This design comes from an exercise in tuning for small area, a short achievable clock period and few clock cycles per item on the open sky130 flow, not from production work. At most, simulation tests tie the RTL to the original design; equivalence was not proved. No functional check of the RTL was part of runs 1, 2 and 5.

## flow/config.mk

```make
export PLATFORM = sky130hd
export DESIGN_NAME = rafter_level
export DESIGN_NICKNAME = rafter_level
export VERILOG_FILES = /design/flow/design.v
export SDC_FILE = /design/flow/constraint.sdc
export NUM_CORES = 4
export LEC_CHECK = 0
export CAP_MARGIN = 20
export CORE_MARGIN = 2
export CORE_UTILIZATION = 40
export CTS_CLUSTER_DIAMETER = 100
export CTS_CLUSTER_SIZE = 26
export SLEW_MARGIN = 20
```

## flow/constraint.sdc

```tcl
create_clock -name core_clock -period 70.0 [get_ports {clk}]
set_input_delay 14.0000 -clock core_clock [delete_from_list [all_inputs] [get_ports {clk}]]
set_output_delay 14.0000 -clock core_clock [all_outputs]
set_load 0.01 [all_outputs]
```

## flow/design.v

```verilog
module rafter_level (
    input  wire        clk,
    input  wire        rst,
    input  wire        in_valid,
    output wire        in_ready,
    input  wire [9:0]  floor_lvl,
    input  wire [9:0]  intensity,
    input  wire [9:0]  wave_min,
    input  wire [9:0]  wave_max,
    input  wire        c0_hit,
    input  wire [9:0]  c0_level,
    input  wire        c1_hit,
    input  wire [9:0]  c1_level,
    input  wire        follow,
    input  wire [15:0] y,
    input  wire [15:0] yage,
    input  wire [15:0] dl_timeout,
    input  wire [9:0]  dl_lo,
    input  wire [9:0]  dl_hi,
    input  wire [9:0]  dl_min,
    input  wire [15:0] ramp_up,
    input  wire [15:0] ramp_down,
    input  wire [9:0]  deadband,
    input  wire [15:0] refresh,
    input  wire        tick,
    input  wire [15:0] l_in,
    input  wire [9:0]  last_sent_in,
    input  wire        c0_active_in,
    input  wire        pending_in,
    input  wire        refresh_only_in,
    input  wire [15:0] refresh_tmr_in,
    output reg         out_valid,
    input  wire        out_ready,
    output wire [15:0] l_out,
    output wire [9:0]  last_sent_out,
    output wire        c0_active_out,
    output wire        pending_out,
    output wire        refresh_only_out,
    output wire [15:0] refresh_tmr_out,
    output wire        released
);
    function [16:0] add16(input [15:0] a, input [15:0] b, input ci);
        integer k;
        reg c;
        begin
            c = ci;
            for (k = 0; k < 16; k = k + 1) begin
                add16[k] = a[k] ^ b[k] ^ c;
                c = (a[k] & b[k]) | (a[k] & c) | (b[k] & c);
            end
            add16[16] = c;
        end
    endfunction
    function ge16(input [15:0] a, input [15:0] b);
        integer k;
        reg c;
        begin
            c = 1'b1;
            for (k = 0; k < 16; k = k + 1)
                c = (a[k] & ~b[k]) | (a[k] & c) | (~b[k] & c);
            ge16 = c;
        end
    endfunction
    function ge16t(input [15:0] a, input [15:0] b);
        integer k, w;
        reg [15:0] g, e;
        begin
            g = a & ~b;
            e = ~(a ^ b);
            for (w = 1; w < 16; w = w * 2)
                for (k = 0; k < 16; k = k + 2 * w) begin
                    g[k] = g[k + w] | (e[k + w] & g[k]);
                    e[k] = e[k + w] & e[k];
                end
            ge16t = g[0] | e[0];
        end
    endfunction
    function [12:0] add12g(input [11:0] a, input [11:0] b, input ci);
        integer k;
        reg [11:0] g, p;
        reg c, c1;
        begin
            g = a & b;
            p = a ^ b;
            c = ci;
            for (k = 0; k < 12; k = k + 2) begin
                add12g[k] = p[k] ^ c;
                c1 = g[k] | (p[k] & c);
                add12g[k + 1] = p[k + 1] ^ c1;
                c = (g[k + 1] | (p[k + 1] & g[k])) | ((p[k + 1] & p[k]) & c);
            end
            add12g[12] = c;
        end
    endfunction
    function [16:0] add16g(input [15:0] a, input [15:0] b, input ci);
        integer k;
        reg [15:0] g, p;
        reg c, c1;
        begin
            g = a & b;
            p = a ^ b;
            c = ci;
            for (k = 0; k < 16; k = k + 2) begin
                add16g[k] = p[k] ^ c;
                c1 = g[k] | (p[k] & c);
                add16g[k + 1] = p[k + 1] ^ c1;
                c = (g[k + 1] | (p[k + 1] & g[k])) | ((p[k + 1] & p[k]) & c);
            end
            add16g[16] = c;
        end
    endfunction
    function ge16g(input [15:0] a, input [15:0] b);
        integer k;
        reg [15:0] g, p;
        reg c;
        begin
            g = a & ~b;
            p = a | ~b;
            c = 1'b1;
            for (k = 0; k < 16; k = k + 2)
                c = (g[k + 1] | (p[k + 1] & g[k])) | ((p[k + 1] & p[k]) & c);
            ge16g = c;
        end
    endfunction
    function [24:0] add24g(input [23:0] a, input [23:0] b, input ci);
        integer k;
        reg [23:0] g, p;
        reg c, c1;
        begin
            g = a & b;
            p = a ^ b;
            c = ci;
            for (k = 0; k < 24; k = k + 2) begin
                add24g[k] = p[k] ^ c;
                c1 = g[k] | (p[k] & c);
                add24g[k + 1] = p[k + 1] ^ c1;
                c = (g[k + 1] | (p[k + 1] & g[k])) | ((p[k + 1] & p[k]) & c);
            end
            add24g[24] = c;
        end
    endfunction
    function [3:0] cmp4gt(input [15:0] a, input [15:0] b);
        integer k, i;
        reg g;
        begin
            for (k = 0; k < 4; k = k + 1) begin
                g = 1'b0;
                for (i = 0; i < 4; i = i + 1)
                    g = (a[4 * k + i] & ~b[4 * k + i]) | (~(a[4 * k + i] ^ b[4 * k + i]) & g);
                cmp4gt[k] = g;
            end
        end
    endfunction
    function [3:0] cmp4eq(input [15:0] a, input [15:0] b);
        integer k;
        begin
            for (k = 0; k < 4; k = k + 1)
                cmp4eq[k] = a[4 * k +: 4] == b[4 * k +: 4];
        end
    endfunction
    function [12:0] add12(input [11:0] a, input [11:0] b, input ci);
        reg [16:0] t;
        begin
            t = add16({4'd0, a}, {4'd0, b}, ci);
            add12 = t[12:0];
        end
    endfunction
    function [19:0] mul10cs(input [9:0] a, input [9:0] b);
        integer r;
        reg [19:0] s, c, pp, t;
        begin
            s = {10'd0, a & {10{b[0]}}};
            c = 20'd0;
            for (r = 1; r < 10; r = r + 1) begin
                pp = {10'd0, a & {10{b[r]}}} << r;
                t = s ^ c ^ pp;
                c = ((s & c) | (s & pp) | (c & pp)) << 1;
                s = t;
            end
            mul10cs = add24g({4'd0, s}, {4'd0, c}, 1'b0);
        end
    endfunction
    function [19:0] mul10(input [9:0] a, input [9:0] b);
        integer r, k;
        reg [19:0] acc;
        reg c, p, s;
        begin
            acc = {10'd0, a & {10{b[0]}}};
            for (r = 1; r < 10; r = r + 1) begin
                c = 1'b0;
                for (k = 0; k < 10; k = k + 1) begin
                    p = a[k] & b[r];
                    s = acc[r + k] ^ p ^ c;
                    c = (acc[r + k] & p) | (acc[r + k] & c) | (p & c);
                    acc[r + k] = s;
                end
                acc[r + 10] = c;
            end
            mul10 = acc;
        end
    endfunction
    reg  h_v, k_v;
    reg  rdy;                       
    wire adv = !k_v;
    assign in_ready = rdy;
    reg  [2:0] vld;
    always @(posedge clk) begin
        if (rst) vld <= 0;
        else if (adv) vld <= {vld[1:0], in_valid};
    end
    wire x_v = vld[2];
    wire [9:0] i_floor_lvl = floor_lvl;
    wire [9:0] i_intensity = intensity;
    wire [9:0] i_wave_min = wave_min;
    wire [9:0] i_wave_max = wave_max;
    wire [0:0] i_c0_hit = c0_hit;
    wire [9:0] i_c0_level = c0_level;
    wire [0:0] i_c1_hit = c1_hit;
    wire [9:0] i_c1_level = c1_level;
    wire [0:0] i_follow = follow;
    wire [15:0] i_y = y;
    wire [15:0] i_yage = yage;
    wire [15:0] i_dl_timeout = dl_timeout;
    wire [9:0] i_dl_lo = dl_lo;
    wire [9:0] i_dl_hi = dl_hi;
    wire [9:0] i_dl_min = dl_min;
    wire [15:0] i_ramp_up = ramp_up;
    wire [15:0] i_ramp_down = ramp_down;
    wire [9:0] i_deadband = deadband;
    wire [15:0] i_refresh = refresh;
    wire [0:0] i_tick = tick;
    wire [15:0] i_l_in = l_in;
    wire [9:0] i_last_sent_in = last_sent_in;
    wire [0:0] i_c0_active_in = c0_active_in;
    wire [0:0] i_pending_in = pending_in;
    wire [0:0] i_refresh_only_in = refresh_only_in;
    wire [15:0] i_refresh_tmr_in = refresh_tmr_in;
    wire [9:0] ls = c0 ? i_c0_level : i_last_sent_in;
    wire [0:0] c0 = i_c0_hit;
    wire [0:0] ref_nz = i_refresh != 16'd0;
    wire [9:0] crng = ~i_dl_min;
    wire [9:0] db = i_deadband;
    wire [9:0] wi = i_intensity;
    wire [9:0] flr = i_c1_hit ? i_c1_level : i_floor_lvl;
    wire [0:0] ceil_pre = !i_c0_hit && !i_c1_hit && i_follow && i_y[15];
    wire [3:0] to_gt = cmp4gt(i_dl_timeout, i_yage);
    wire [3:0] to_eq = cmp4eq(i_dl_timeout, i_yage);
    reg  [9:0] i_wave_min_p1;
    reg  [9:0] i_wave_max_p1;
    reg  [0:0] i_c1_hit_p1;
    reg  [15:0] i_y_p1;
    reg  [9:0] i_dl_lo_p1;
    reg  [9:0] i_dl_hi_p1;
    reg  [15:0] i_ramp_up_p1;
    reg  [15:0] i_ramp_down_p1;
    reg  [0:0] i_tick_p1;
    reg  [15:0] i_l_in_p1;
    reg  [0:0] i_c0_active_in_p1;
    reg  [0:0] i_pending_in_p1;
    reg  [0:0] i_refresh_only_in_p1;
    reg  [15:0] i_refresh_tmr_in_p1;
    reg  [9:0] ls_p1;
    reg  [0:0] c0_p1;
    reg  [0:0] ref_nz_p1;
    reg  [9:0] crng_p1;
    reg  [9:0] db_p1;
    reg  [9:0] wi_p1;
    reg  [9:0] flr_p1;
    reg  [0:0] ceil_pre_p1;
    reg  [3:0] to_gt_p1;
    reg  [3:0] to_eq_p1;
    always @(posedge clk) if (adv) begin
        i_wave_min_p1 <= i_wave_min;
        i_wave_max_p1 <= i_wave_max;
        i_c1_hit_p1 <= i_c1_hit;
        i_y_p1 <= i_y;
        i_dl_lo_p1 <= i_dl_lo;
        i_dl_hi_p1 <= i_dl_hi;
        i_ramp_up_p1 <= i_ramp_up;
        i_ramp_down_p1 <= i_ramp_down;
        i_tick_p1 <= i_tick;
        i_l_in_p1 <= i_l_in;
        i_c0_active_in_p1 <= i_c0_active_in;
        i_pending_in_p1 <= i_pending_in;
        i_refresh_only_in_p1 <= i_refresh_only_in;
        i_refresh_tmr_in_p1 <= i_refresh_tmr_in;
        ls_p1 <= ls;
        c0_p1 <= c0;
        ref_nz_p1 <= ref_nz;
        crng_p1 <= crng;
        db_p1 <= db;
        wi_p1 <= wi;
        flr_p1 <= flr;
        ceil_pre_p1 <= ceil_pre;
        to_gt_p1 <= to_gt;
        to_eq_p1 <= to_eq;
    end
    wire [0:0] rel = !c0_p1 && i_c0_active_in_p1;
    wire [0:0] due = ref_nz_p1 && (i_refresh_tmr_in_p1 == 16'd0 || (i_tick_p1 && i_refresh_tmr_in_p1 == 16'd1));
    wire [0:0] p_b = !c0_p1 && (due || i_pending_in_p1);
    wire [0:0] r_b = !c0_p1 && ((due && !i_pending_in_p1) || i_refresh_only_in_p1);
    wire [16:0] ws_s = add16g({6'd0, i_wave_max_p1}, {6'h3f, ~i_wave_min_p1}, 1'b1);
    wire [9:0] ws = ws_s[9:0];
    wire [0:0] i_nz = !i_c1_hit_p1 && |wi_p1;
    wire [16:0] tmr_s = add16(i_refresh_tmr_in_p1, 16'hffff, 1'b0);
    wire [15:0] tmr = (!c0_p1 && i_tick_p1 && i_refresh_tmr_in_p1 != 16'd0) ? tmr_s[15:0] : i_refresh_tmr_in_p1;
    wire [16:0] up_s = add16(i_l_in_p1, i_ramp_up_p1, 1'b0);
    wire [16:0] dn_s = add16(i_l_in_p1, ~i_ramp_down_p1, 1'b1);
    wire [15:0] l_hi = c0_p1 ? {ls_p1, 6'd0} : (i_ramp_up_p1 == 16'd0 || up_s[16]) ? 16'hffff : up_s[15:0];
    wire [15:0] l_lo = c0_p1 ? {ls_p1, 6'd0} : (i_ramp_down_p1 == 16'd0 || !dn_s[16]) ? 16'h0000 : dn_s[15:0];
    wire [0:0] ceil_on = ceil_pre_p1 && (to_gt_p1[3] || (to_eq_p1[3] && (to_gt_p1[2] || (to_eq_p1[2] && (to_gt_p1[1] || (to_eq_p1[1] && (to_gt_p1[0] || to_eq_p1[0])))))));
    wire [16:0] sp_s = add16g({6'd0, i_dl_hi_p1}, {6'h3f, ~i_dl_lo_p1}, 1'b1);
    wire [16:0] yo_s = add16g({6'd0, i_y_p1[9:0]}, {6'h3f, ~i_dl_lo_p1}, 1'b1);
    wire [0:0] y_gt_lo = !ge16g({6'd0, i_dl_lo_p1}, {6'd0, i_y_p1[9:0]});
    wire [0:0] y_ge_hi = ge16g({6'd0, i_y_p1[9:0]}, {6'd0, i_dl_hi_p1});
    wire [9:0] nsp = ~sp_s[9:0];
    wire [9:0] yc = !(ceil_on && y_gt_lo) ? 10'd0 : y_ge_hi ? sp_s[9:0] : yo_s[9:0];
    wire [19:0] wx = mul10cs(ws, wi_p1);
    wire [0:0] wc = ge16g({6'd0, wx[9:0]}, {6'd0, ~wx[19:10]});
    wire [16:0] wv_s = add16g({6'd0, i_wave_min_p1}, {6'd0, wx[19:10]}, wc);
    wire [9:0] wv = wv_s[9:0] & {10{i_nz}};
    wire [9:0] pre = ge16g({6'd0, wv}, {6'd0, flr_p1}) ? wv : flr_p1;
    wire [19:0] cn = mul10cs(yc, crng_p1);
    wire [9:0] cnh = cn[19:10];
    wire [0:0] cb0 = cn[0];
    wire [0:0] cb1 = cn[1];
    wire [0:0] cb2 = cn[2];
    wire [0:0] cb3 = cn[3];
    wire [0:0] cb4 = cn[4];
    wire [0:0] cb5 = cn[5];
    wire [0:0] cb6 = cn[6];
    wire [0:0] cb7 = cn[7];
    wire [0:0] cb8 = cn[8];
    wire [0:0] cb9 = cn[9];
    wire [12:0] ds9 = add12g({1'b0, cnh, cb9}, {2'b01, nsp}, 1'b1);
    wire [0:0] q9 = ds9[11];
    wire [9:0] rm9 = q9 ? ds9[9:0] : {cnh[8:0], cb9};
    wire [12:0] ds8 = add12g({1'b0, rm9, cb8}, {2'b01, nsp}, 1'b1);
    wire [0:0] q8 = ds8[11];
    wire [9:0] rm8 = q8 ? ds8[9:0] : {rm9[8:0], cb8};
    reg  [9:0] ls_p2;
    reg  [0:0] c0_p2;
    reg  [0:0] rel_p2;
    reg  [0:0] p_b_p2;
    reg  [0:0] r_b_p2;
    reg  [9:0] db_p2;
    reg  [15:0] tmr_p2;
    reg  [15:0] l_hi_p2;
    reg  [15:0] l_lo_p2;
    reg  [9:0] nsp_p2;
    reg  [9:0] pre_p2;
    reg  [0:0] cb0_p2;
    reg  [0:0] cb1_p2;
    reg  [0:0] cb2_p2;
    reg  [0:0] cb3_p2;
    reg  [0:0] cb4_p2;
    reg  [0:0] cb5_p2;
    reg  [0:0] cb6_p2;
    reg  [0:0] cb7_p2;
    reg  [0:0] q9_p2;
    reg  [0:0] q8_p2;
    reg  [9:0] rm8_p2;
    always @(posedge clk) if (adv) begin
        ls_p2 <= ls_p1;
        c0_p2 <= c0_p1;
        rel_p2 <= rel;
        p_b_p2 <= p_b;
        r_b_p2 <= r_b;
        db_p2 <= db_p1;
        tmr_p2 <= tmr;
        l_hi_p2 <= l_hi;
        l_lo_p2 <= l_lo;
        nsp_p2 <= nsp;
        pre_p2 <= pre;
        cb0_p2 <= cb0;
        cb1_p2 <= cb1;
        cb2_p2 <= cb2;
        cb3_p2 <= cb3;
        cb4_p2 <= cb4;
        cb5_p2 <= cb5;
        cb6_p2 <= cb6;
        cb7_p2 <= cb7;
        q9_p2 <= q9;
        q8_p2 <= q8;
        rm8_p2 <= rm8;
    end
    wire [12:0] ds7 = add12g({1'b0, rm8_p2, cb7_p2}, {2'b01, nsp_p2}, 1'b1);
    wire [0:0] q7 = ds7[11];
    wire [9:0] rm7 = q7 ? ds7[9:0] : {rm8_p2[8:0], cb7_p2};
    wire [12:0] ds6 = add12g({1'b0, rm7, cb6_p2}, {2'b01, nsp_p2}, 1'b1);
    wire [0:0] q6 = ds6[11];
    wire [9:0] rm6 = q6 ? ds6[9:0] : {rm7[8:0], cb6_p2};
    wire [12:0] ds5 = add12g({1'b0, rm6, cb5_p2}, {2'b01, nsp_p2}, 1'b1);
    wire [0:0] q5 = ds5[11];
    wire [9:0] rm5 = q5 ? ds5[9:0] : {rm6[8:0], cb5_p2};
    wire [12:0] ds4 = add12g({1'b0, rm5, cb4_p2}, {2'b01, nsp_p2}, 1'b1);
    wire [0:0] q4 = ds4[11];
    wire [9:0] rm4 = q4 ? ds4[9:0] : {rm5[8:0], cb4_p2};
    wire [12:0] ds3 = add12g({1'b0, rm4, cb3_p2}, {2'b01, nsp_p2}, 1'b1);
    wire [0:0] q3 = ds3[11];
    wire [9:0] rm3 = q3 ? ds3[9:0] : {rm4[8:0], cb3_p2};
    reg  [9:0] ls_p3;
    reg  [0:0] c0_p3;
    reg  [0:0] rel_p3;
    reg  [0:0] p_b_p3;
    reg  [0:0] r_b_p3;
    reg  [9:0] db_p3;
    reg  [15:0] tmr_p3;
    reg  [15:0] l_hi_p3;
    reg  [15:0] l_lo_p3;
    reg  [9:0] nsp_p3;
    reg  [9:0] pre_p3;
    reg  [0:0] cb0_p3;
    reg  [0:0] cb1_p3;
    reg  [0:0] cb2_p3;
    reg  [0:0] q9_p3;
    reg  [0:0] q8_p3;
    reg  [0:0] q7_p3;
    reg  [0:0] q6_p3;
    reg  [0:0] q5_p3;
    reg  [0:0] q4_p3;
    reg  [0:0] q3_p3;
    reg  [9:0] rm3_p3;
    always @(posedge clk) if (adv) begin
        ls_p3 <= ls_p2;
        c0_p3 <= c0_p2;
        rel_p3 <= rel_p2;
        p_b_p3 <= p_b_p2;
        r_b_p3 <= r_b_p2;
        db_p3 <= db_p2;
        tmr_p3 <= tmr_p2;
        l_hi_p3 <= l_hi_p2;
        l_lo_p3 <= l_lo_p2;
        nsp_p3 <= nsp_p2;
        pre_p3 <= pre_p2;
        cb0_p3 <= cb0_p2;
        cb1_p3 <= cb1_p2;
        cb2_p3 <= cb2_p2;
        q9_p3 <= q9_p2;
        q8_p3 <= q8_p2;
        q7_p3 <= q7;
        q6_p3 <= q6;
        q5_p3 <= q5;
        q4_p3 <= q4;
        q3_p3 <= q3;
        rm3_p3 <= rm3;
    end
    wire [12:0] ds2 = add12g({1'b0, rm3_p3, cb2_p3}, {2'b01, nsp_p3}, 1'b1);
    wire [0:0] q2 = ds2[11];
    wire [9:0] rm2 = q2 ? ds2[9:0] : {rm3_p3[8:0], cb2_p3};
    wire [12:0] ds1 = add12({1'b0, rm2, cb1_p3}, {2'b01, nsp_p3}, 1'b1);
    wire [0:0] q1 = ds1[11];
    wire [9:0] rm1 = q1 ? ds1[9:0] : {rm2[8:0], cb1_p3};
    wire [12:0] ds0 = add12({1'b0, rm1, cb0_p3}, {2'b01, nsp_p3}, 1'b1);
    wire [0:0] q0 = ds0[11];
    wire [10:0] ub = add16({6'd0, ls_p3}, {6'd0, db_p3}, 1'b0);
    wire [10:0] lbv = add16({6'd0, ls_p3}, {6'h3f, ~db_p3}, 1'b1);
    wire [9:0] ceiling = ~{q9_p3, q8_p3, q7_p3, q6_p3, q5_p3, q4_p3, q3_p3, q2, q1, q0};
    wire [9:0] target = ge16g({6'd0, pre_p3}, {6'd0, ceiling}) ? ceiling : pre_p3;
    wire [0:0] below = !ge16g({target, 6'd0}, l_lo_p3);
    wire [0:0] above = !ge16g({6'd0, l_hi_p3[15:6]}, {6'd0, target});
    wire [15:0] l_new = below ? l_lo_p3 : above ? l_hi_p3 : {target, 6'd0};
    wire [9:0] lvl = l_new[15:6];
    wire [0:0] fd = ge16g({6'd0, lvl}, {5'd0, ub}) || (!lbv[10] && ge16g({6'd0, lbv[9:0]}, {6'd0, lvl}));
    wire [0:0] eq = lvl == target && lvl != ls_p3;
    wire [0:0] other = rel_p3 || fd || eq;
    wire [0:0] pend = !c0_p3 && (other || p_b_p3);
    wire [0:0] ronly = !c0_p3 && !other && r_b_p3;
    reg  [15:0] h_l_out, k_l_out;
    reg  [9:0] h_last_sent_out, k_last_sent_out;
    reg  [0:0] h_c0_active_out, k_c0_active_out;
    reg  [0:0] h_pending_out, k_pending_out;
    reg  [0:0] h_refresh_only_out, k_refresh_only_out;
    reg  [15:0] h_refresh_tmr_out, k_refresh_tmr_out;
    reg  [0:0] h_released, k_released;
    wire h_free = !h_v || out_ready;
    always @(posedge clk) begin
        if (rst) begin
            h_v <= 1'b0;
            k_v <= 1'b0;
            rdy <= 1'b1;
        end else if (h_free) begin
            h_v <= k_v || x_v;
            k_v <= 1'b0;
            rdy <= 1'b1;
        end else if (!k_v && x_v) begin
            k_v <= 1'b1;
            rdy <= 1'b0;
        end
    end
    always @(posedge clk) if (h_free) begin
        h_l_out <= k_v ? k_l_out : l_new;
        h_last_sent_out <= k_v ? k_last_sent_out : ls_p3;
        h_c0_active_out <= k_v ? k_c0_active_out : c0_p3;
        h_pending_out <= k_v ? k_pending_out : pend;
        h_refresh_only_out <= k_v ? k_refresh_only_out : ronly;
        h_refresh_tmr_out <= k_v ? k_refresh_tmr_out : tmr_p3;
        h_released <= k_v ? k_released : rel_p3;
    end
    always @(posedge clk) if (!k_v) begin
        k_l_out <= l_new;
        k_last_sent_out <= ls_p3;
        k_c0_active_out <= c0_p3;
        k_pending_out <= pend;
        k_refresh_only_out <= ronly;
        k_refresh_tmr_out <= tmr_p3;
        k_released <= rel_p3;
    end
    always @(*) out_valid = h_v;
    assign l_out = h_l_out;
    assign last_sent_out = h_last_sent_out;
    assign c0_active_out = h_c0_active_out;
    assign pending_out = h_pending_out;
    assign refresh_only_out = h_refresh_only_out;
    assign refresh_tmr_out = h_refresh_tmr_out;
    assign released = h_released;
endmodule
```

## flow/run.sh

```bash
#!/bin/bash
# synth_recipe.tcl (not shown) runs the flow's synth.tcl, then flattens the netlist and writes it again
# the make line also repeats each setting of config.mk as NAME=value (left out here)
make -C /OpenROAD-flow-scripts/flow DESIGN_CONFIG=/design/flow/config.mk WORK_HOME=/design/flow/orfs CLKGATE_MAP_FILE= SYNTH_SCRIPT=/design/flow/synth_recipe.tcl finish
```

==> run notes, run 1 <==
* Die width at 287 um
* Max Clock Skew at 0.0344 ns
* Actual slew at the worst max-slew pin at 1.00 ns
* Drc violations at 0
* Leading area contributor after synthesis: edfxtp_1
* Sum of buffers and inverters on the critical path at 1
* Count of hold-fix buffers inserted at cts at 0
* Wire length per cell after detailed routing at 17.4 um
* Antenna-violating nets left at 0
* Critical Path Fanout Max at 1
* First DRT Iteration DRCs at 1065
* Clock transition time at the flip-flop clock pins of the worst setup and hold paths at 0.10 ns
* Clock buffer depth at 3
* Instance count of the mapped netlist at 2673
* Post-DP HPWL at 55.4 mm
* Placeable core area at 79300 sq um
* Final RePlAce weighted congestion at 0.909
* Startpoint class of the critical path: flop
* Share of synthesized area occupied by flip-flops and latches at 45.3%
* TritonCTS clock tree: done
* Setup slack on the worst flop-to-flop path at 54.39 ns
* Fraction of layout instances using a drive strength above 1 at 6.05%
* Final hold vios at 0
* Number of fill cells at 7204
* Max-cap check violation count at 0
* CP Launch Point: h_pending_out$_DFFE_PP_
* Number of register bits inferred by synthesis at 502
* Synth top area cells: edfxtp_1 (42%), fa_1 (16%), ha_1 (7.9%)
* Clock sinks at 502
* Via count of the first global-routing pass at 21600
* Total wire length after detailed routing at 69.8 mm
* Via count at 20400
* Latest clock arrival within the worst-skew pair at 0.64 ns
* Max incr delay on CP at 0.59 ns
* Relative area change from synthesis to final layout at 15.9%
* Largest delay share family, worst path: buffers and inverters
* Number of synthesized flops with an enable pin at 450
* Final critical-path share of the clock period at 22.3%
* Site row count at 103
* Worst Hold Margin at 0.417 ns
* Post-DR vias/cell at 5.08
* Share of synthesized registers carrying an async set or reset at 0%
* H-tree lvl count at 1
* RSZ-0062 raised after global routing: false
* Required arrival time at the worst endpoint at 56.00 ns
* Fraction of synthesized cell area taken by the top area cell type at 42.1%
* Most frequently used flop master after synthesis: edfxtp_1
* Number of cells upsized or downsized after cts at 0
* DR pass1 iterations at 5
* Total grt overflow at 0
* Synth Warn # at 1
* Antenna diode instance count at 0
* Post-synthesis cell area at 32100 sq um
* Cell with the largest stage delay on the worst path: clkdlybuf4s50_1
* Avg Cell Area, Syn at 12.0 sq um
* Worst endpoint data arrival time at 1.62 ns
* Cells along the critical path: clkdlybuf4s50_1
* Initial Utilization at 40.5%
* # setup viols final at 0
* Post-layout instance count excluding filler cells at 4009
* Critical R2R Capture: pre_p2[3]$_DFFE_PN_
* CTS Root Cell: clkbuf_16
* Netlist cell types at 97
* Net count of the finished layout at 3649
* TritonCTS buffer count at 29
* Status: complete, no violations
* Placed Cells at 3956
* Top Ports at 297
* Crit path capture type: primary output
* Top achievable clock speed at 0.0640 GHz
* Tmin final at 15.62 ns
* Chip height at 287 um
* Worst min-delay path category: flop to flop
* Total routing usage reported by global routing at 17.2%
* Count of final max-slew check failures at 0
* First-pass GRT wire length at 114 mm
* Number of cell instances on the worst register-to-register path at 56
* Initial antenna violation count at 1
* Area of the die at 82500 sq um
* Syn_nets at 3385
* Maximum number of pins on one net before global-route repair at 148
* Setup Buffers After CTS at 0
* Aggregate negative setup slack at 0 ns
* Relative slew slack at 33.4%
* Critical path class: flop to primary output
* Destination of the critical timing path: pending_out
* Number of logic stages on the critical path including buffering at 1
* Reg2reg start: i_wave_min_p1[0]$_DFFE_PN_
* Count of buffers inserted at the top-level ports at 291
==> synth_stat cells (6+ instances only) <==
| cell | count |
|---|---|
| and2_1 | 83 |
| or3_1 | 6 |
| a31oi_1 | 13 |
| dfxtp_1 | 52 |
| a211oi_1 | 14 |
| a22o_1 | 10 |
| nand2_1 | 204 |
| o31ai_1 | 6 |
| o21bai_1 | 9 |
| o211ai_1 | 17 |
| xnor2_1 | 59 |
| fa_1 | 261 |
| nor2b_1 | 28 |
| xor2_1 | 31 |
| a21oi_1 | 130 |
| nor3_1 | 26 |
| nand3b_1 | 6 |
| nor4_1 | 20 |
| a221oi_1 | 12 |
| clkbuf_1 | 58 |
| nand2b_1 | 26 |
| nor2_1 | 141 |
| mux2i_1 | 31 |
| maj3_1 | 22 |
| a21o_1 | 55 |
| o22ai_1 | 14 |
| and3_1 | 6 |
| buf_1 | 13 |
| nand4_1 | 6 |
| mux2_2 | 77 |
| inv_1 | 350 |
| o21a_1 | 18 |
| edfxtp_1 | 450 |
| ha_1 | 202 |
| o21ai_0 | 85 |
| nand3_1 | 18 |
==> cells in the final DEF (no fill, tap or decap), drive strengths merged, types with 7 or more instances in the layout <==
cell           synthesis  final
edfxtp               450    450
inv                  350    359
clkdlybuf4s50          0    291
fa                   261    261
nand2                205    205
ha                   202    202
nor2                 142    142
a21oi                131    131
o21ai                 91     91
and2                  83     83
mux2                  78     78
xnor2                 59     59
a21o                  55     55
dfxtp                 52     52
clkbuf                59     37
xor2                  31     31
mux2i                 31     31
nor2b                 28     28
nor3                  28     28
nand2b                26     26
maj3                  24     24
buf                   20     21
nor4                  20     20
o21a                  19     19
nand3                 19     19
o211ai                18     18
a211oi                16     16
o22ai                 14     14
a31oi                 13     13
a221oi                13     13
a22o                  10     10
o21bai                 9      9
o31ai                  8      8
clkinv                 0      7
==> area by class of cell <==
cell class                 instances  area (sq um)  share of cell area [%]
clock buffer                      37           767                    2.06
inverter                         350          1320                    3.55
sequential                       502         14600                    39.1
clock inverter                    16           233                   0.626
tap                             1050          1310                    3.53
multi-input combinational       1742         15900                    42.9
timing repair buffer             312          3070                    8.25
==> through the flow <==
step           util [%]  setup WS, ns  cell area, sq um
2_1_floorplan         -         54.33             32100
3_5_place_dp       45.7         54.30             36200
4_1_cts            46.9         54.31             37200
3_3_place_gp       45.7         54.34             36200
6_report           46.9         54.38             37200
5_1_grt            46.9         53.31             37200
==> logic make-up after synthesis <==
logic type / synth area share (%)
buf+inv: 5.09
xor+xnor: 2.46
simple gates: 8.83
flops: 45.3
compound gates: 9.68
fa+ha+maj: 24.9
mux: 3.71
==> worst min path at each step <==
stage,from,to,depth (start not counted)
6_report,l_hi_p2[13]$_DFFE_PN_,l_hi_p3[13]$_DFFE_PN_,0
5_1_grt,l_hi_p2[13]$_DFFE_PN_,l_hi_p3[13]$_DFFE_PN_,0
4_1_cts,db_p2[4]$_DFFE_PN_,db_p3[4]$_DFFE_PN_,0
3_5_place_dp,ls_p2[6]$_DFFE_PN_,ls_p3[6]$_DFFE_PN_,0
3_3_place_gp,c0_p2$_DFFE_PN_,c0_p3$_DFFE_PN_,0
2_1_floorplan,c0_p2$_DFFE_PN_,c0_p3$_DFFE_PN_,0
==> flip-flops by register name, indices dropped and copies added, names as in the netlist, 16 cells and up <==
register and cells:
h_l_out 16, i_l_in_p1 16, l_lo_p3 16, l_hi_p3 16, k_refresh_tmr_out 16, i_ramp_up_p1 16, h_refresh_tmr_out 16, tmr_p2 16
k_l_out 16, l_lo_p2 16, tmr_p3 16, l_hi_p2 16, i_refresh_tmr_in_p1 16, i_ramp_down_p1 16
==> routing by layer <==
layer / routed length (um) / up-vias / global-route usage (%)
met4: 1410 / 2 / 3.70
met3: 2270 / 84 / 1.80
met5: 13 / - / 0
met1: 29800 / 10100 / 22.0
li1: - / 9782 / -
met2: 36300 / 372 / 31.5
==> worst reg2reg max path, delay by kind of cell, from the launching register on <==
family	cells	cell delay, ns
XOR/XNOR	2	0.73
adder cells (fa/ha/maj)	20	8.02
buffers and inverters	6	0.60
AO/OA/AOI/OAI	21	4.50
AND/OR/NAND/NOR	6	0.72
flip-flops	1	0.46
multiplexers	1	0.36
==> run 2: changes to the inputs <==
--- a/flow/config.mk
+++ b/flow/config.mk
@@ -5,6 +5,7 @@
 export SDC_FILE = /design/flow/constraint.sdc
 export NUM_CORES = 4
 export LEC_CHECK = 0
+export ABC_AREA = 1
 export CAP_MARGIN = 20
 export CORE_MARGIN = 2
 export CORE_UTILIZATION = 40
==> run notes, run 2 <==
* Initial antenna violation count at 6 (+5)
* Relative slew slack at 28.4% (-4.9 points)
* Critical Path Fanout Max at 1 (unchanged)
* Maximum number of pins on one net before global-route repair at 175 (+18%)
* Drc violations at 0 (unchanged)
* Total routing usage reported by global routing at 16.1% (-1.2 points)
* Count of final max-slew check failures at 0 (unchanged)
* Top Ports at 297 (unchanged)
* Met2 Routed Length at 30.2 mm (-17%)
* TritonCTS clock tree: done
* Worst slack after detailed placement at 54.12 ns (-0.183 ns)
* Leading area contributor after synthesis: edfxtp_1
* Max incr delay on CP at 0.58 ns (about the same)
* Net count of the finished layout at 3927 (+7.6%)
* Wire length per cell after detailed routing at 15.1 um (-13%)
* Post-DP HPWL at 51.4 mm (-7.3%)
* H-tree lvl count at 1 (unchanged)
* Detailed-routing wirelength on met1 at 30.4 mm (+2.0%)
* Synth Warn # at 1 (unchanged)
* Final hold vios at 0 (unchanged)
* Number of cells upsized or downsized after cts at 0 (unchanged)
* Worst min-delay path category: flop to flop
* Syn_nets at 3659 (+8.1%)
* Latest clock arrival within the worst-skew pair at 0.62 ns (-0.02 ns)
* Avg Cell Area, Syn at 10.7 sq um (-11%)
* Number of register bits inferred by synthesis at 502 (unchanged)
* Number of fill cells at 7173 (-0.43%)
* Netlist cell types at 60 (-38%)
* Initial Utilization at 40.5% (about the same)
* Cells along the critical path: clkdlybuf4s50_1
* Most frequently used flop master after synthesis: edfxtp_1
* Clock buffer depth at 3 (unchanged)
* Share of synthesized registers carrying an async set or reset at 0% (unchanged)
* Via count of the first global-routing pass at 19900 (-8.0%)
* Tmin final at 15.58 ns (-0.0411 ns)
* Actual slew at the worst max-slew pin at 1.07 ns (+0.0741 ns)
* Site row count at 102 (-0.97%)
* Antenna diode instance count at 0 (unchanged)
* Share of synthesized area occupied by flip-flops and latches at 46.2% (+0.90 points)
* Number of synthesized flops with an enable pin at 450 (unchanged)
* Instance count of the mapped netlist at 2947 (+10%)
* Sum of buffers and inverters on the critical path at 1 (unchanged)
* Relative area change from synthesis to final layout at 15.5%
* Total wire length after detailed routing at 64.4 mm (-7.7%)
* Most used cells in the layout excluding fill and tap cells: nand2_1 (632), inv_1 (513), edfxtp_1 (450), clkdlybuf4s50_1 (291), fa_1 (261)
* Worst endpoint data arrival time at 1.58 ns (-0.04 ns)
* Via count at 20000 (-1.8%)
* Highest routing layer actually used: met5
* Critical path class: flop to primary output
* Final critical-path share of the clock period at 22.3% (-0.059 points)
* Setup Buffers After CTS at 0 (unchanged)
* Clock sinks at 502 (unchanged)
* Post-DR vias/cell at 4.69 (-7.8%)
* Startpoint class of the critical path: flop
* Aggregate negative setup slack at 0 ns (unchanged)
* Antenna-violating nets left at 0 (unchanged)
* # setup viols final at 0 (unchanged)
* Fraction of layout instances using a drive strength above 1 at 4.46% (-1.6 points)
* Cell with the largest stage delay on the worst path: clkdlybuf4s50_1
* Status: complete, no violations
* Max-cap check violation count at 0 (unchanged)
* Post-synthesis cell area at 31500 sq um (-2.0%)
* Commonest cells in the netlist: nand2_1 (633), inv_1 (514), edfxtp_1 (450), fa_1 (261), ha_1 (202)
* Count of hold-fix buffers inserted at cts at 0 (unchanged)
* Final RePlAce weighted congestion at 0.840 (-7.5%)
* CTS Root Cell: clkbuf_16
* First DRT Iteration DRCs at 1103 (+3.6%)
* Area of the die at 81000 sq um (-1.9%)
* Synth top area cells: edfxtp_1 (43%), fa_1 (17%), ha_1 (8.0%)
* Max Clock Skew at 0.0364 ns (+0.00204 ns)
* Met3 Routed Length at 2.81 mm (+24%)
* RSZ-0062 raised after global routing: false
* First-pass GRT wire length at 105 mm (-8.2%)
* Required arrival time at the worst endpoint at 56.00 ns (about the same)
* Largest delay share family, worst path: buffers and inverters
* Placeable core area at 77700 sq um (-1.9%)
* Top achievable clock speed at 0.0642 GHz (+0.26%)
* Clock transition time at the flip-flop clock pins of the worst setup and hold paths at 0.10 ns (about the same)
* Die width at 285 um (-0.97%)
* Count of buffers inserted at the top-level ports at 291 (unchanged)
* Crit path capture type: primary output
* Total grt overflow at 0 (unchanged)
* TritonCTS buffer count at 27 (-6.9%)
* DR pass1 iterations at 5 (unchanged)
* Chip height at 285 um (-0.97%)
* Setup slack of the critical path after layout at 54.42 ns (+0.0411 ns)
* Leading cell type in the layout, fill and taps excluded: nand2_1
* Top-count cell post-synth: nand2_1
* Fraction of synthesized cell area taken by the top area cell type at 42.9% (+0.84 points)
[run 2: final timing paths]
| path | from | endpoint | slack [ns] | depth (start not counted) |
|---|---|---|---|---|
| setup / recovery | h_c0_active_out$_DFFE_PP_ | c0_active_out | 54.42 | 1 |
| hold / removal | ls_p2[9]$_DFFE_PN_ | ls_p3[9]$_DFFE_PN_ | 0.42 | 0 |
| setup reg to reg | i_y_p1[1]$_DFFE_PN_ | rm8_p2[7]$_DFFE_PN_ | 56.07 | 54 |
| hold reg to reg | ls_p2[9]$_DFFE_PN_ | ls_p3[9]$_DFFE_PN_ | 0.42 | 0 |
[run 2: layout make-up]
class	count	area (sq um)	area share [%]
Clock buffer	35	716	1.97
Inverter	530	2000	5.49
Timing Repair Buffer	300	2990	8.23
Sequential cell	502	14600	40.0
Tap cell	1040	1300	3.58
Multi-Input combinational cell	1854	14600	40.2
Clock inverter	10	183	0.502
[run 2: cell families (layout without fill, tap and decap cells)]
logic type | count (synthesis) | after routing | share of synthesized area [%]
adder cells (fa/ha/maj) | 464 | 464 | 24.7
flip-flops | 502 | 502 | 46.2
XOR/XNOR | 67 | 67 | 1.86
multiplexers | 28 | 28 | 0.990
buffers and inverters | 591 | 875 | 7.34
AO/OA/AOI/OAI | 346 | 346 | 6.47
AND/OR/NAND/NOR | 949 | 949 | 12.4
[run 2: stage by stage]
step           area (sq um)  instances  hold slack [ns]  utilization, %
2_1_floorplan         31500       2947            0.400               -
3_5_place_dp          35500       4226            0.405            45.6
6_report              36400       4271            0.417            46.8
5_1_grt               36400       4271            0.429            46.8
4_1_cts               36400       4271            0.421            46.8
3_3_place_gp          35500       4226            0.402            45.6
[run 2: layer usage]
| metal | track usage, % | vias up |
|---|---|---|
| met2 | 26.7 | 357 |
| met5 | 0 | - |
| li1 | - | 10100 |
| met3 | 2.40 | 53 |
| met1 | 22.6 | 9518 |
| met4 | 2.70 | 10 |
==> run 3: changes to the inputs <==
--- a/flow/design.v
+++ b/flow/design.v
@@ -448,10 +448,10 @@
     wire [12:0] ds2 = add12g({1'b0, rm3_p3, cb2_p3}, {2'b01, nsp_p3}, 1'b1);
     wire [0:0] q2 = ds2[11];
     wire [9:0] rm2 = q2 ? ds2[9:0] : {rm3_p3[8:0], cb2_p3};
-    wire [12:0] ds1 = add12({1'b0, rm2, cb1_p3}, {2'b01, nsp_p3}, 1'b1);
+    wire [12:0] ds1 = add12g({1'b0, rm2, cb1_p3}, {2'b01, nsp_p3}, 1'b1);
     wire [0:0] q1 = ds1[11];
     wire [9:0] rm1 = q1 ? ds1[9:0] : {rm2[8:0], cb1_p3};
-    wire [12:0] ds0 = add12({1'b0, rm1, cb0_p3}, {2'b01, nsp_p3}, 1'b1);
+    wire [12:0] ds0 = add12g({1'b0, rm1, cb0_p3}, {2'b01, nsp_p3}, 1'b1);
     wire [0:0] q0 = ds0[11];
     wire [10:0] ub = add16({6'd0, ls_p3}, {6'd0, db_p3}, 1'b0);
     wire [10:0] lbv = add16({6'd0, ls_p3}, {6'h3f, ~db_p3}, 1'b1);
==> flow/flow/run.sh (new file) <==
#!/bin/bash
# The standard layout (standard.sh, unchanged synthesis and steps), except that
# buffer_ports puts a sky130_fd_sc_hd__buf_2 on every input and output port instead
# of the delay-cell buffer it picks by default.
set -euo pipefail
export BUFFER_PORTS_ARGS="-buffer_cell sky130_fd_sc_hd__buf_2"
bash standard.sh > flow.log 2>&1
==> flow/standard.sh (new file) <==
#!/bin/bash
# synth_recipe.tcl (not shown) runs the flow's synth.tcl, then flattens the netlist and writes it again
# the make line also repeats each setting of config.mk as NAME=value (left out here)
make -C /OpenROAD-flow-scripts/flow DESIGN_CONFIG=/design/flow/config.mk WORK_HOME=/design/flow/orfs CLKGATE_MAP_FILE= SYNTH_SCRIPT=/design/flow/synth_recipe.tcl "${@:-finish}"
removed: flow/run.sh
==> run notes, run 3 <==
* Net count of the finished layout at 3973 (+1.2%)
* Layout Cell Area excl Fill at 35100 sq um (-3.4%)
* Drc violations at 0 (unchanged)
* Most used cells in the layout excluding fill and tap cells: nand2_1 (647), inv_1 (502), edfxtp_1 (450), buf_2 (291), fa_1 (256)
* Site row count at 102 (unchanged)
* Number of cell instances on the worst register-to-register path at 56 (+3.7%)
* Total routing usage reported by global routing at 15.9% (-0.13 points)
* Top Ports at 297 (unchanged)
* Reg2reg start: i_y_p1[1]$_DFFE_PN_
* Total wire length after detailed routing at 63.7 mm (-1.2%)
* Final hold vios at 0 (unchanged)
* Critical R2R Capture: rm8_p2[9]$_DFFE_PN_
* Worst endpoint data arrival time at 1.19 ns (-0.39 ns)
* Fraction of synthesized cell area taken by the top area cell type at 42.9% (-0.065 points)
* Tmin final at 15.19 ns (-0.388 ns)
* Via count of the first global-routing pass at 20300 (+2.0%)
* Hold Path Origin: db_p1[6]$_DFFE_PN_
* Number of fill cells at 7355 (+2.5%)
* Area of the die at 81100 sq um (+0.15%)
* RSZ-0062 raised after global routing: false
* Initial Utilization at 40.6% (+0.061 points)
* First-pass GRT wire length at 104 mm (-0.43%)
* TritonCTS buffer count at 29 (+7.4%)
* Cell with the largest stage delay on the worst path: edfxtp_1
* Most frequently used flop master after synthesis: edfxtp_1
* CTS Root Cell: clkbuf_16
* Count of final max-slew check failures at 0 (unchanged)
* Chip height at 285 um (about the same)
* Total grt overflow at 0 (unchanged)
* Final RePlAce weighted congestion at 0.822 (-2.1%)
* Setup slack on the worst flop-to-flop path at 55.66 ns (-0.41 ns)
* Synth top area cells: edfxtp_1 (43%), fa_1 (16%), ha_1 (8.8%)
* Sequential cell area at 14600 sq um (unchanged)
* TritonCTS clock tree: done
* Post-layout instance count excluding filler cells at 4309 (+0.89%)
* Sum of buffers and inverters on the critical path at 1 (unchanged)
* Wire length per cell after detailed routing at 14.8 um (-2.0%)
* Relative slew slack at 35.1% (+6.7 points)
* Required arrival time at the worst endpoint at 56.00 ns (about the same)
* Aggregate negative setup slack at 0 ns (unchanged)
* Placed Cells at 4255 (+0.69%)
* Initial antenna violation count at 2 (-4)
* Max-cap check violation count at 0 (unchanged)
* DR pass1 iterations at 5 (unchanged)
* Share of synthesized registers carrying an async set or reset at 0% (unchanged)
* Worst hold path cell count at 0 (unchanged)
* Placeable core area at 77700 sq um (unchanged)
* Latest clock arrival within the worst-skew pair at 0.62 ns (about the same)
* Status: complete, no violations
* Via count at 20200 (+0.76%)
* Antenna-violating nets left at 0 (unchanged)
* Final critical-path share of the clock period at 21.7% (-0.55 points)
* Top achievable clock speed at 0.0658 GHz (+2.6%)
* Post-synthesis cell area at 31500 sq um (+0.15%)
* Clock transition time at the flip-flop clock pins of the worst setup and hold paths at 0.10 ns (about the same)
* Endpoint, Worst Hold: db_p2[6]$_DFFE_PN_
* Leading area contributor after synthesis: edfxtp_1
* Count of buffers inserted at the top-level ports at 291 (unchanged)
* Syn_nets at 3702 (+1.2%)
* Largest delay share family, worst path: flip-flops
* Fraction of layout instances using a drive strength above 1 at 13.2% (+8.7 points)
* Share of synthesized area occupied by flip-flops and latches at 46.2% (-0.070 points)
* Number of register bits inferred by synthesis at 502 (unchanged)
* Cell area reported after detailed placement at 34100 sq um (-3.9%)
* Post-DR vias/cell at 4.68 (-0.13%)
* Post-DP HPWL at 50.1 mm (-2.4%)
* Critical Path Fanout Max at 1 (unchanged)
* Maximum number of pins on one net before global-route repair at 94 (-46%)
* Instance count of the mapped netlist at 2975 (+0.95%)
* Commonest cells in the netlist: nand2_1 (648), inv_1 (503), edfxtp_1 (450), fa_1 (256), ha_1 (222)
* Clock sinks at 502 (unchanged)
* Number of synthesized flops with an enable pin at 450 (unchanged)
* Actual slew at the worst max-slew pin at 0.974 ns (-0.0998 ns)
* Startpoint class of the critical path: flop
* Count of hold-fix buffers inserted at cts at 0 (unchanged)
* Worst min-delay path category: flop to flop
* Die width at 285 um (about the same)
* H-tree lvl count at 1 (unchanged)
* Avg Cell Area, Syn at 10.6 sq um (-0.79%)
* Layout Utilization at 45.2% (-1.6 points)
* Max Clock Skew at 0.0255 ns (-0.0109 ns)
* Number of cells upsized or downsized after cts at 0 (unchanged)
* Leading cell type in the layout, fill and taps excluded: nand2_1
* Relative area change from synthesis to final layout at 11.4%
* Max incr delay on CP at 0.42 ns (-0.16 ns)
* Critical path class: flop to primary output
* Synth Warn # at 1 (unchanged)
* First DRT Iteration DRCs at 908 (-18%)
* Multi-input gate area in the final layout at 14700 sq um (+0.74%)
* # setup viols final at 0 (unchanged)
* Top-count cell post-synth: nand2_1
* Cells along the critical path: buf_2
* Setup Buffers After CTS at 0 (unchanged)
* Netlist cell types at 58 (-3.3%)
* Clock buffer depth at 3 (unchanged)
* Crit path capture type: primary output
## run 3: changes by cell type after synthesis, sizes merged, moves of 5 or more
cell,delta
fa,-5
ha,+20
mux2,-5
o21ai,+14
nand2,+15
or2,-6
a21oi,+5
inv,-8
## run 3: routing by layer
layer | vias up | routed length, um | GRT usage (%)
li1 | 10200 | - | -
met1 | 9595 | 29300 | 21.5
met2 | 285 | 30800 | 27.4
met3 | 71 | 2090 | 1.87
met4 | 0 | 1540 | 3.95
met5 | - | 0 | 0
## run 3: cell families (layout without fill, tap and decap cells)
kind of cell | count (synthesis) | after routing | share of synthesized area [%]
flops | 502 | 502 | 46.2
buf+inv | 587 | 879 | 7.17
xor+xnor | 69 | 69 | 1.92
fa+ha+maj | 479 | 479 | 25.1
other cells | 0 | 2 | 0
simple gates | 957 | 957 | 12.4
mux | 21 | 21 | 0.746
compound gates | 360 | 360 | 6.50
## run 3: worst max-delay path by stage
stage	start	to	cells after the start
CTS	h_refresh_tmr_out[14]$_DFFE_PP_	refresh_tmr_out[14]	1
detailed placement	out_ready	h_l_out[4]$_DFFE_PP_	4
global placement	out_ready	h_l_out[10]$_DFFE_PP_	4
global route	i_dl_lo_p1[0]$_DFFE_PN_	rm8_p2[1]$_DFFE_PN_	58
floorplan	out_ready	h_c0_active_out$_DFFE_PP_	2
finish	h_last_sent_out[2]$_DFFE_PP_	last_sent_out[2]	1
## run 3: layout make-up
| cell class | instances | area share (%) |
|---|---|---|
| sequential | 502 | 41.5 |
| inverter | 525 | 5.64 |
| clock inverter | 12 | 0.527 |
| multi-input combinational | 1886 | 41.9 |
| antenna | 2 | 0.0143 |
| clock buffer | 40 | 2.33 |
| tap | 1040 | 3.71 |
| timing repair buffer | 302 | 4.38 |
## run 3: stage by stage
| step | worst slack (ns) | hold slack, ns |
|---|---|---|
| after CTS | 54.75 | 0.427 |
| after global placement | 54.83 | 0.401 |
| after floorplan | 54.54 | 0.400 |
| after detailed placement | 54.84 | 0.405 |
| after global routing | 54.43 | 0.432 |
| final | 54.81 | 0.424 |
Testbench counts of run 3, summed over its fixed seeds: cycles 19,232, items 19,200.
==> run 4: changes to the inputs <==
==> flow/flow/run.sh (replaced) <==
#!/bin/bash
# The standard layout (standard.sh, unchanged synthesis and steps), except that
# buffer_ports puts a sky130_fd_sc_hd__buf_1 on every input and output port instead
# of the delay-cell buffer it picks by default.
set -euo pipefail
export BUFFER_PORTS_ARGS="-buffer_cell sky130_fd_sc_hd__buf_1"
bash standard.sh > flow.log 2>&1
==> run notes, run 4 <==
* Commonest cells in the netlist: nand2_1 (648), inv_1 (503), edfxtp_1 (450), fa_1 (256), ha_1 (222)
* Post-layout instance count excluding filler cells at 4305 (-0.093%)
* Latest clock arrival within the worst-skew pair at 0.61 ns (about the same)
* Initial antenna violation count at 0 (-2)
* Crit path capture type: primary output
* Share of synthesized registers carrying an async set or reset at 0% (unchanged)
* Dominant combinational cell family by area after synthesis: adder cells
* Number of register bits inferred by synthesis at 502 (unchanged)
* Net count of the finished layout at 3970 (-0.076%)
* Total routing usage reported by global routing at 15.6% (-0.28 points)
* Cell with the largest stage delay on the worst path: edfxtp_1
* Final RePlAce weighted congestion at 0.821 (-0.17%)
* Fraction of synthesized cell area taken by the top area cell type at 42.9% (unchanged)
* RSZ-0062 raised after global routing: false
* Syn_nets at 3702 (unchanged)
* Sum of buffers and inverters on the critical path at 1 (unchanged)
* Die width at 285 um (unchanged)
* Required arrival time at the worst endpoint at 56.00 ns (about the same)
* DR pass1 iterations at 5 (unchanged)
* Compound-Gate Fraction of Synth Area at 6.50% (unchanged)
* Number of synthesized flops with an enable pin at 450 (unchanged)
* Total grt overflow at 0 (unchanged)
* Worst Hold Margin at 0.421 ns (-0.00341 ns)
* Critical path class: flop to primary output
* Count of buffers inserted at the top-level ports at 291 (unchanged)
* Setup Buffers After CTS at 0 (unchanged)
* # setup viols final at 0 (unchanged)
* Final hold vios at 0 (unchanged)
* Cell area reported after detailed placement at 33700 sq um (-1.1%)
* Critical Path Fanout Max at 1 (unchanged)
* Synth top area cells: edfxtp_1 (43%), fa_1 (16%), ha_1 (8.8%)
* Post-Synth Adder-Cell Area at 25.1% (unchanged)
* TritonCTS buffer count at 28 (-3.4%)
* Fraction of layout instances using a drive strength above 1 at 4.13% (-9.1 points)
* Initial Utilization at 40.6% (unchanged)
* Drc violations at 0 (unchanged)
* Layout Cell Area excl Fill at 34700 sq um (-1.2%)
* Chip height at 285 um (unchanged)
* Via count at 20200 (-0.11%)
* First-pass GRT wire length at 103 mm (-1.6%)
* Most frequently used flop master after synthesis: edfxtp_1
* Post-DR vias/cell at 4.68 (about the same)
* TritonCTS clock tree: done
* Worst endpoint data arrival time at 1.18 ns (about the same)
* Top Ports at 297 (unchanged)
* Leading area contributor after synthesis: edfxtp_1
* Synth Area in XOR/XNOR at 1.92% (unchanged)
* Leading cell type in the layout, fill and taps excluded: nand2_1
* Share of synthesized area occupied by flip-flops and latches at 46.2% (unchanged)
* Clock transition time at the flip-flop clock pins of the worst setup and hold paths at 0.09 ns (about the same)
* Max Clock Skew at 0.0266 ns (+0.00113 ns)
* Antenna-violating nets left at 0 (unchanged)
* Relative area change from synthesis to final layout at 10.1%
* Mux contribution to synthesized area at 0.746% (unchanged)
* Placed Cells at 4253 (-0.047%)
* Tmin final at 15.18 ns (-0.0104 ns)
* H-tree lvl count at 1 (unchanged)
* Total wire length after detailed routing at 63.2 mm (-0.85%)
* CTS Root Cell: clkbuf_16
* Post-synthesis share of cell area spent on and, or, nand and nor gates at 12.4% (unchanged)
* Number of cells upsized or downsized after cts at 0 (unchanged)
* Wire length per cell after detailed routing at 14.7 um (-0.76%)
* Synth Warn # at 1 (unchanged)
* Count of hold-fix buffers inserted at cts at 0 (unchanged)
* Worst min-delay path category: flop to flop
* Instance count of the mapped netlist at 2975 (unchanged)
* Post-synthesis cell area at 31500 sq um (unchanged)
* Clock sinks at 502 (unchanged)
* Status: complete, no violations
* Relative slew slack at 31.6% (-3.5 points)
* Maximum number of pins on one net before global-route repair at 171 (+82%)
* Clock buffer depth at 3 (unchanged)
* Site row count at 102 (unchanged)
* Cells along the critical path: buf_1
* Startpoint class of the critical path: flop
* Max-cap check violation count at 0 (unchanged)
* Via count of the first global-routing pass at 19900 (-1.8%)
* Avg Cell Area, Syn at 10.6 sq um (unchanged)
* Antenna diode instance count at 0 (-2)
* Most used cells in the layout excluding fill and tap cells: nand2_1 (647), inv_1 (502), edfxtp_1 (450), buf_1 (291), fa_1 (256)
* Placeable core area at 77700 sq um (unchanged)
* Post-DP HPWL at 49.5 mm (-1.3%)
* First DRT Iteration DRCs at 1077 (+19%)
* Count of final max-slew check failures at 0 (unchanged)
* Actual slew at the worst max-slew pin at 1.02 ns (+0.0460 ns)
* Area of the die at 81100 sq um (unchanged)
* Max incr delay on CP at 0.33 ns (-0.09 ns)
* Final critical-path share of the clock period at 21.7% (about the same)
* Aggregate negative setup slack at 0 ns (unchanged)
* Largest delay share family, worst path: flip-flops
* Top-count cell post-synth: nand2_1
* Netlist cell types at 58 (unchanged)
* Top achievable clock speed at 0.0659 GHz (about the same)
run 4: cell counts after synthesis:
No cell type changed its count.
run 4: metrics by stage:
step	setup WS (ns)	utilization [%]
2_1_floorplan	54.54	-
3_3_place_gp	54.53	43.4
3_5_place_dp	54.53	43.4
4_1_cts	54.73	44.7
5_1_grt	54.51	44.7
6_report	54.82	44.7
run 4: cells by family after synthesis:
group | after synthesis
fa+ha+maj | 479
simple gates | 957
buf+inv | 587
mux | 21
xor+xnor | 69
compound gates | 360
flops | 502
run 4: path summary, 6_finish.rpt:
check	startpoint	end	slack, ns	cells past startpoint
worst max-delay path	h_l_out[8]$_DFFE_PP_	l_out[8]	54.82	1
worst min-delay path	ls_p2[4]$_DFFE_PN_	ls_p3[4]$_DFFE_PN_	0.42	0
worst max register to register	i_y_p1[1]$_DFFE_PN_	rm8_p2[9]$_DFFE_PN_	55.75	56
worst min register to register	ls_p2[4]$_DFFE_PN_	ls_p3[4]$_DFFE_PN_	0.42	0
run 4: layout make-up:
class                      instances  area (sq um)
multi-input combinational       1886         14700
timing repair buffer             300          1170
clock buffer                      40           798
clock inverter                    12           175
sequential                       502         14600
inverter                         525          1980
fill                            7367         43000
tap                             1040          1300
run 4: layer usage:
layer	track usage, %	wire [um]	vias up
met5	0	0	-
met4	3.08	1260	0
met3	1.58	1760	63
met2	26.9	30700	281
met1	21.6	29500	9594
li1	-	-	10200
==> run 5: changes to the inputs <==
--- a/flow/design.v
+++ b/flow/design.v
@@ -306,8 +306,8 @@
     wire [15:0] tmr = (!c0_p1 && i_tick_p1 && i_refresh_tmr_in_p1 != 16'd0) ? tmr_s[15:0] : i_refresh_tmr_in_p1;
     wire [16:0] up_s = add16(i_l_in_p1, i_ramp_up_p1, 1'b0);
     wire [16:0] dn_s = add16(i_l_in_p1, ~i_ramp_down_p1, 1'b1);
-    wire [15:0] l_hi = c0_p1 ? {ls_p1, 6'd0} : (i_ramp_up_p1 == 16'd0 || up_s[16]) ? 16'hffff : up_s[15:0];
-    wire [15:0] l_lo = c0_p1 ? {ls_p1, 6'd0} : (i_ramp_down_p1 == 16'd0 || !dn_s[16]) ? 16'h0000 : dn_s[15:0];
+    wire [15:0] l_hi = (i_ramp_up_p1 == 16'd0 || up_s[16]) ? 16'hffff : up_s[15:0];
+    wire [15:0] l_lo = (i_ramp_down_p1 == 16'd0 || !dn_s[16]) ? 16'h0000 : dn_s[15:0];
     wire [0:0] ceil_on = ceil_pre_p1 && (to_gt_p1[3] || (to_eq_p1[3] && (to_gt_p1[2] || (to_eq_p1[2] && (to_gt_p1[1] || (to_eq_p1[1] && (to_gt_p1[0] || to_eq_p1[0])))))));
     wire [16:0] sp_s = add16g({6'd0, i_dl_hi_p1}, {6'h3f, ~i_dl_lo_p1}, 1'b1);
     wire [16:0] yo_s = add16g({6'd0, i_y_p1[9:0]}, {6'h3f, ~i_dl_lo_p1}, 1'b1);
@@ -459,8 +459,9 @@
     wire [9:0] target = ge16g({6'd0, pre_p3}, {6'd0, ceiling}) ? ceiling : pre_p3;
     wire [0:0] below = !ge16g({target, 6'd0}, l_lo_p3);
     wire [0:0] above = !ge16g({6'd0, l_hi_p3[15:6]}, {6'd0, target});
-    wire [15:0] l_new = below ? l_lo_p3 : above ? l_hi_p3 : {target, 6'd0};
-    wire [9:0] lvl = l_new[15:6];
+    wire [15:0] l_ramp = below ? l_lo_p3 : above ? l_hi_p3 : {target, 6'd0};
+    wire [9:0] lvl = l_ramp[15:6];
+    wire [15:0] l_new = c0_p3 ? {ls_p3, 6'd0} : l_ramp;
     wire [0:0] fd = ge16g({6'd0, lvl}, {5'd0, ub}) || (!lbv[10] && ge16g({6'd0, lbv[9:0]}, {6'd0, lvl}));
     wire [0:0] eq = lvl == target && lvl != ls_p3;
     wire [0:0] other = rel_p3 || fd || eq;
==> run notes, run 5 <==
* Placeable core area at 77700 sq um (unchanged)
* Number of fill cells at 7398 (+0.42%)
* Setup Buffers After CTS at 0 (unchanged)
* Latest clock arrival within the worst-skew pair at 0.62 ns (about the same)
* TritonCTS buffer count at 27 (-3.6%)
* Number of logic stages on the critical path including buffering at 1 (unchanged)
* Startpoint class of the critical path: flop
* Chip height at 285 um (about the same)
* TritonCTS clock tree: done
* Netlist cell types at 57 (-1.7%)
* # setup viols final at 0 (unchanged)
* Multi-input gate area in the final layout at 14800 sq um (+0.23%)
* Initial antenna violation count at 3 (+3)
* Sum of buffers and inverters on the critical path at 1 (unchanged)
* First DRT Iteration DRCs at 1085 (+0.74%)
* Share of synthesized registers carrying an async set or reset at 0% (unchanged)
* Initial Utilization at 40.5% (about the same)
* Largest delay share family, worst path: flip-flops
* Number of register bits inferred by synthesis at 502 (unchanged)
* Count of hold-fix buffers inserted at cts at 0 (unchanged)
* Antenna-violating nets left at 0 (unchanged)
* Clock buffer depth at 3 (unchanged)
* Count of final max-slew check failures at 0 (unchanged)
* Final critical-path share of the clock period at 21.8% (+0.061 points)
* Cells along the critical path: buf_1
* Post-DR vias/cell at 4.66 (-0.52%)
* Post-layout instance count excluding filler cells at 4295 (-0.23%)
* Compound-Gate Fraction of Synth Area at 6.26% (-0.25 points)
* Most used cells in the layout excluding fill and tap cells: nand2_1 (672), inv_1 (492), edfxtp_1 (450), buf_1 (291), fa_1 (256)
* Top Ports at 297 (unchanged)
* Synth Area in XOR/XNOR at 1.89% (-0.026 points)
* Setup slack of the critical path after layout at 54.77 ns (-0.0424 ns)
* Syn_nets at 3689 (-0.35%)
* Critical Path Fanout Max at 1 (unchanged)
* Worst hold path cell count at 0 (unchanged)
* Cell with the largest stage delay on the worst path: edfxtp_1
* Setup slack on the worst flop-to-flop path at 55.69 ns (-0.06 ns)
* Top achievable clock speed at 0.0657 GHz (-0.28%)
* Required arrival time at the worst endpoint at 56.00 ns (about the same)
* Area of the die at 81000 sq um (about the same)
* Sequential cell area at 14600 sq um (unchanged)
* Layout Utilization at 44.5% (-0.14 points)
* RSZ-0062 raised after global routing: false
* Count of buffers inserted at the top-level ports at 291 (unchanged)
* Most frequently used flop master after synthesis: edfxtp_1
* Max incr delay on CP at 0.35 ns (+0.02 ns)
* Total grt overflow at 0 (unchanged)
* Placed Cells at 4244 (-0.21%)
* Instance count of the mapped netlist at 2962 (-0.44%)
* Avg Cell Area, Syn at 10.6 sq um (+0.34%)
* Clock sinks at 502 (unchanged)
* Max-cap check violation count at 0 (unchanged)
* Leading cell type in the layout, fill and taps excluded: nand2_1
* Status: complete, no violations
* CTS Root Cell: clkbuf_16
* Aggregate negative setup slack at 0 ns (unchanged)
* Dominant combinational cell family by area after synthesis: adder cells
* Total wire length after detailed routing at 61.9 mm (-2.0%)
* Commonest cells in the netlist: nand2_1 (673), inv_1 (493), edfxtp_1 (450), fa_1 (256), ha_1 (222)
* Number of cell instances on the worst register-to-register path at 57 (+1.8%)
* Fraction of synthesized cell area taken by the top area cell type at 42.9% (about the same)
* Number of cells upsized or downsized after cts at 0 (unchanged)
* Worst endpoint data arrival time at 1.23 ns (+0.05 ns)
* Net count of the finished layout at 3960 (-0.25%)
* Destination of the critical timing path: refresh_only_out
* Post-Synth Adder-Cell Area at 25.2% (+0.057 points)
* Worst slack after detailed placement at 54.78 ns (+0.245 ns)
* Relative slew slack at 32.3% (+0.73 points)
* Relative area change from synthesis to final layout at 9.86%
* H-tree lvl count at 1 (unchanged)
* Final RePlAce weighted congestion at 0.844 (+2.8%)
* Synth top area cells: edfxtp_1 (43%), fa_1 (16%), ha_1 (8.8%)
* Fraction of layout instances using a drive strength above 1 at 4.18% (+0.046 points)
* Post-DP HPWL at 49.5 mm (about the same)
* Leading area contributor after synthesis: edfxtp_1
* Total routing usage reported by global routing at 15.5% (-0.16 points)
* Die width at 285 um (about the same)
* Synth Warn # at 1 (unchanged)
* Actual slew at the worst max-slew pin at 1.02 ns (-0.00418 ns)
* Share of synthesized area occupied by flip-flops and latches at 46.2% (about the same)
* Critical R2R Capture: rm8_p2[7]$_DFFE_PN_
* Post-synthesis share of cell area spent on and, or, nand and nor gates at 12.8% (+0.39 points)
* Clock transition time at the flip-flop clock pins of the worst setup and hold paths at 0.10 ns (about the same)
* Max Clock Skew at 0.0158 ns (-0.0108 ns)
* Reg2reg start: i_y_p1[1]$_DFFE_PN_
* DR pass1 iterations at 5 (unchanged)
* Post-synthesis cell area at 31500 sq um (about the same)
* Worst min-delay path category: flop to flop
* Tmin final at 15.23 ns (+0.0424 ns)
* Top-count cell post-synth: nand2_1
* Via count of the first global-routing pass at 20000 (+0.65%)
* Final hold vios at 0 (unchanged)
==> run 5: per-stage QoR <==
| stage | hold WS [ns] | instance area [sq um] |
|---|---|---|
| 3_3_place_gp | 0.401 | 33700 |
| 4_1_cts | 0.413 | 34600 |
| 2_1_floorplan | 0.400 | 31500 |
| 6_report | 0.418 | 34600 |
| 5_1_grt | 0.428 | 34600 |
| 3_5_place_dp | 0.405 | 33700 |
==> run 5: how the worst min path moves through the flow <==
stage / startpoint / slack [ns] / to
CTS: ls_p2[8]$_DFFE_PN_ / 0.41 / ls_p3[8]$_DFFE_PN_
floorplan: c0_p2$_DFFE_PN_ / 0.40 / c0_p3$_DFFE_PN_
global route: ls_p2[8]$_DFFE_PN_ / 0.43 / ls_p3[8]$_DFFE_PN_
finish: db_p2[1]$_DFFE_PN_ / 0.42 / db_p3[1]$_DFFE_PN_
detailed placement: l_hi_p2[4]$_SDFFCE_PP1N_ / 0.40 / l_hi_p3[4]$_DFFE_PN_
global placement: tmr_p2[1]$_DFFE_PN_ / 0.40 / tmr_p3[1]$_DFFE_PN_
==> run 5: kinds of logic (layout without fill, tap and decap cells) <==
kind of cell / after synthesis / in the layout
muxes: 21 / 21
other: 0 / 2
AOI/OAI and AO/OA: 339 / 339
DFF: 502 / 502
and+or+nand+nor: 986 / 986
xor gates and xnor gates: 68 / 68
buffers and inverters: 566 / 857
adders and majority gates: 480 / 480
==> run 5: layout make-up <==
cell class | count | area share (%)
multi-input cells | 1894 | 42.7
flip-flops and latches | 502 | 42.1
inverters | 507 | 5.52
well taps | 1040 | 3.76
repair buffers | 301 | 3.38
clock buffers | 35 | 2.04
clock inverters | 14 | 0.564
diodes | 2 | 0.0145
==> run 5: layer usage <==
layer | vias to the layer above | global-route usage (%) | routed length, um
li1 | 10200 | - | -
met4 | 0 | 3.47 | 1310
met1 | 9456 | 20.7 | 28000
met3 | 54 | 1.73 | 2230
met5 | - | 0 | 0
met2 | 327 | 27.0 | 30300

==> separate check: timing with driven ports <==
How much do the figures lean on ideal ports? The routed layouts below were timed once more, with nothing changed but the port constraints.
Step 1 (the two cells are an assumption about what drives the block):
set clk [get_ports {clk}]
set_driving_cell -lib_cell sky130_fd_sc_hd__clkbuf_16 $clk
set_driving_cell -lib_cell sky130_fd_sc_hd__buf_2 [delete_from_list [all_inputs] $clk]
Step 2 times the ports against the registers' clock, not the clock port: input delays grow and output delays shrink by t, the midpoint of the rising clock arrivals with the driver on.
a / b / c = no drivers / after step 1 / after step 2; a / b = the first two.
| run | shift t [ns] | slack for setup (ns) | worst setup path at the end |
|---|---|---|---|
| run 1 | 0.685 | 54.377 / 54.312 / 54.328 | input to register |
| run 2 | 0.670 | 54.418 / 54.357 / 54.150 | input to register |
| run 3 | 0.665 | 54.806 / 54.743 / 54.857 | input to register |
| run 4 | 0.661 | 54.816 / 54.754 / 54.551 | input to register |
| run 5 | 0.677 | 54.774 / 54.709 / 54.786 | input to register |
After both steps every run listed still meets setup and hold. The setup slack of run 2, which loses most, moves by -0.061 ns with the drivers and by -0.268 ns with both steps.
